Source: an optimization exercise on an open RTL-to-GDS flow (aim: small area, a short achievable clock period and few clock cycles per item). Production flows keep margins and buffers that such runs may drop. Where RTL was checked, it was by simulation tests only, not by an equivalence proof against the original. No activity file was given, so power comes from the tool's default toggle rates.

Design prs_decoder, start of the top module:
module prs_decoder (
    input  wire        clk,
    input  wire        rst,           
    input  wire        in_valid,
    output wire        in_ready,
    input  wire [31:0] in_data,
    output wire        out_valid,
    input  wire        out_ready,
    output wire [14:0] out_sample,
    output wire        out_last
);
    integer i;
    reg  [3:0]  bwl;            
    reg         bwx;            
    reg         nxt_v;
    reg  [3:0]  nK;
    reg  [2:0]  nes;            
    reg         nsgn;
    reg  [31:0] B0, B1;         
    reg         B0v, B1v;
    reg         in_rdy;
    wire exp_ctrl  = (bwl == 4'd0) && !bwx;
    assign in_ready = in_rdy;
    wire in_fire   = in_valid && in_rdy;
    wire ctrl_fire = in_fire && exp_ctrl;
    wire body_fire = in_fire && !exp_ctrl;
    wire [31:0] in_s;
    genvar gi;
    generate
        for (gi = 0; gi < 32; gi = gi + 1) begin : g_ord
            assign in_s[gi] = in_data[8 * (gi / 8) + 7 - (gi % 8)];
        end
    endgenerate
    reg         cur_v;
    reg  [3:0]  K;
    reg  [2:0]  es;
    reg         sgn;
    reg  [4:0]  idx;            
    reg  [4:0]  ptr;            
    reg  [15:0] lacc;           
    reg         lz;             
    reg         chk;            
    wire        rawblk  = (K == 4'd15);
    wire        rawmode = rawblk || (idx[4:1] == 4'd0);
    wire        last    = (idx == 5'd31);
    wire [63:0] cbuf = {B1, B0};
    wire [21:0] w    = cbuf >> ptr;           
    reg  [21:0] wr;                            
    always @(*) for (i = 0; i < 22; i = i + 1) wr[i] = w[21 - i];
    reg  [8:0]  th;
    always @(*) begin
        th[0] = 1'b1;
        for (i = 1; i < 9; i = i + 1) th[i] = th[i - 1] & w[i - 1];
    end
  ...
For scale: roughly 2000 cells after synthesis, about 200 flip-flops, ~54 I/O pins, ~0.019 sq mm of cells after synthesis.
==> flow/config.mk <==
export PLATFORM = sky130hd
export DESIGN_NAME = prs_decoder
export DESIGN_NICKNAME = prs_decoder
export VERILOG_FILES = /design/flow/design.v
export SDC_FILE = /design/flow/constraint.sdc
export NUM_CORES = 4
export LEC_CHECK = 0
export CAP_MARGIN = 20
export CORE_MARGIN = 2
export CORE_UTILIZATION = 40
export SLEW_MARGIN = 20
==> flow/constraint.sdc <==
create_clock -name core_clock -period 20.0 [get_ports {clk}]
set_input_delay 4.0000 -clock core_clock [delete_from_list [all_inputs] [get_ports {clk}]]
set_output_delay 4.0000 -clock core_clock [all_outputs]
set_load 0.01 [all_outputs]
standard.sh (not shown) runs the stock make flow with config.mk's settings and CLKGATE_MAP_FILE= SYNTH_SCRIPT=/design/flow/synth_recipe.tcl, a recipe that flattens the netlist after the stock synthesis.
==> flow/flow/run.sh <==
#!/bin/bash
# The standard layout, with repair_timing asked to leave 15 ns of setup slack
# at the design's clock (and free to resize cells to other footprints), which
# shortens the critical path of the layout.
set -uo pipefail
bash standard.sh SETUP_SLACK_MARGIN=15 MATCH_CELL_FOOTPRINT=0 finish > make.log 2>&1
The starting point went through all stages and came out clean.
Then changed:
==> flow/flow/run.sh (replaced) <==
#!/bin/bash
# The standard layout, with two changes to how it is made:
# - repair_timing is asked to leave 15 ns of setup slack at the design's
#   clock (and may resize cells to other footprints), which shortens the
#   layout's critical path;
# - every input and output port still gets a buffer, but a plain buf_2
#   instead of the slower delay buffer buffer_ports picks by default.
set -uo pipefail
bash standard.sh SETUP_SLACK_MARGIN=15 MATCH_CELL_FOOTPRINT=0 \
  "BUFFER_PORTS_ARGS=-buffer_cell sky130_fd_sc_hd__buf_2" finish > make.log 2>&1
Outcome:
- clock skew is higher by 0.010 ns
- fmax fell by about 1.5%
- setup slack is worse by 0.082 ns
- hold slack gains 0.0044 ns
- final cell count does not change
Then changed:
==> flow/flow/run.sh (replaced) <==
#!/bin/bash
# The standard layout, with repair_timing asked to leave 15.5 ns of setup slack
# at the design's clock (and free to resize cells to other footprints), which
# shortens the critical path of the layout.
set -uo pipefail
bash standard.sh SETUP_SLACK_MARGIN=15.5 MATCH_CELL_FOOTPRINT=0 finish > make.log 2>&1
Effect: The changed run completed without violations. Clock skew goes down by 0.0096 ns. Global-route usage went up by 1.2 points. Critical path depth goes up by 3. Worst setup slack gets worse by 0.076 ns.
No functional check of the RTL was part of any run of this note.

---

prs_decoder, a different RTL version from the one above (not shown whole).
Size: ~2000 cells after synthesis, about 210 flip-flops, ~54 I/O pins.
// prs_decoder
module prs_decoder (
    input  wire        clk,
    input  wire        rst,           
    input  wire        in_valid,
    output wire        in_ready,
    input  wire [31:0] in_data,
    output wire        out_valid,
    input  wire        out_ready,
    output wire [14:0] out_sample,
    output wire        out_last
);
Settings: LEC_CHECK=0, CAP_MARGIN=20, CORE_MARGIN=2, CORE_UTILIZATION=50, SLEW_MARGIN=20; clock period 20.0 ns.
==> flow/flow/run.sh <==
#!/bin/bash
# The standard layout, with two changes to how it is made:
# - repair_timing is asked to leave 15 ns of setup slack at the design's
#   clock (and may resize cells to other footprints), which shortens the
#   layout's critical path;
# - every input and output port still gets a buffer, but a plain buf_2
#   instead of the slower delay buffer buffer_ports picks by default.
set -uo pipefail
bash standard.sh SETUP_SLACK_MARGIN=15 MATCH_CELL_FOOTPRINT=0 \
  "BUFFER_PORTS_ARGS=-buffer_cell sky130_fd_sc_hd__buf_2" finish > make.log 2>&1
Testbench counts at the start, summed over its fixed seeds: cycles 17,368, blocks 512.
Next try:
==> flow/flow/run.sh (replaced) <==
#!/bin/bash
# The standard layout, with two changes to how it is made:
# - repair_timing is asked to leave 14.95 ns of setup slack at the design's
#   clock (and may resize cells to other footprints), which shortens the
#   layout's critical path;
# - every input and output port still gets a buffer, but a plain buf_2
#   instead of the slower delay buffer buffer_ports picks by default.
set -uo pipefail
bash standard.sh SETUP_SLACK_MARGIN=14.95 MATCH_CELL_FOOTPRINT=0 \
  "BUFFER_PORTS_ARGS=-buffer_cell sky130_fd_sc_hd__buf_2" finish > make.log 2>&1
Settings changed: CORE_UTILIZATION 50 to 40, CTS_CLUSTER_DIAMETER set to 80, CTS_CLUSTER_SIZE set to 20.
The new run completed with no timing, DRC or antenna violations.
Wire length decreases by 3.8%.
Hold slack is about the same.
Sequential power drops by about 2%.
Die area goes up by 24%.
Next try:
==> flow/flow/run.sh (replaced) <==
#!/bin/bash
# The standard layout, with two changes to how it is made:
# - repair_timing is asked to leave 15 ns of setup slack at the design's
#   clock (and may resize cells to other footprints), which shortens the
#   layout's critical path;
# - every input and output port still gets a buffer, but a plain buf_2
#   instead of the slower delay buffer buffer_ports picks by default.
set -uo pipefail
bash standard.sh SETUP_SLACK_MARGIN=15 MATCH_CELL_FOOTPRINT=0 \
  "BUFFER_PORTS_ARGS=-buffer_cell sky130_fd_sc_hd__buf_2" finish > make.log 2>&1
Effect: The changed run produced a clean layout. Cell area is about the same. Register-to-register slack improves by 0.11 ns. Clock power drops by about 6.4%. Die area is unchanged. Power is lower by about 0.4%. Final cell count does not change.

==> re-timing with driven ports <==
In the flow no input, the clock included, has a driving cell. The finished layouts below were timed again as built, in two steps. Step 1, drivers: a clkbuf_16 drives clk and a buf_2 each remaining input, both assumed. Step 2 times the ports against the registers' clock, not the clock port: input delays grow and output delays shrink by t, the midpoint of the rising clock arrivals with the driver on. Slacks: no drivers / after step 1 / after step 2; pairs: no drivers / after step 1.
| run | t (ns) | setup WS [ns] | worst hold slack (ns) | latest minus earliest clock arrival (ns) | worst register clock-pin slew, ns |
|---|---|---|---|---|---|
| the first run of note 1 | 0.554 | 14.524 / 14.468 / 14.604 | 0.428 / 0.428 / 0.428 | 0.016 / 0.016 | 0.08 / 0.08 |
| the second run of note 1 | 0.546 | 14.442 / 14.385 / 14.726 | 0.433 / 0.433 / 0.433 | 0.025 / 0.025 | 0.09 / 0.09 |
| the third run of note 1 | 0.562 | 14.366 / 14.306 / 14.868 | 0.425 / 0.425 / 0.425 | 0.016 / 0.016 | 0.08 / 0.08 |
| the first run of note 2 | 0.608 | 14.890 / 14.837 / 14.633 | 0.427 / 0.427 / 0.427 | 0.014 / 0.014 | 0.06 / 0.06 |
| the second run of note 2 | 0.584 | 14.953 / 14.897 / 14.621 | 0.426 / 0.426 / 0.426 | 0.020 / 0.020 | 0.08 / 0.08 |
| the third run of note 2 | 0.583 | 14.966 / 14.912 / 14.610 | 0.423 / 0.423 / 0.423 | 0.027 / 0.027 | 0.08 / 0.08 |
After both steps every run listed still meets setup and hold. For the third run of note 2, which loses most, drivers alone change the setup slack by -0.054 ns; drivers and shift together by -0.356 ns.
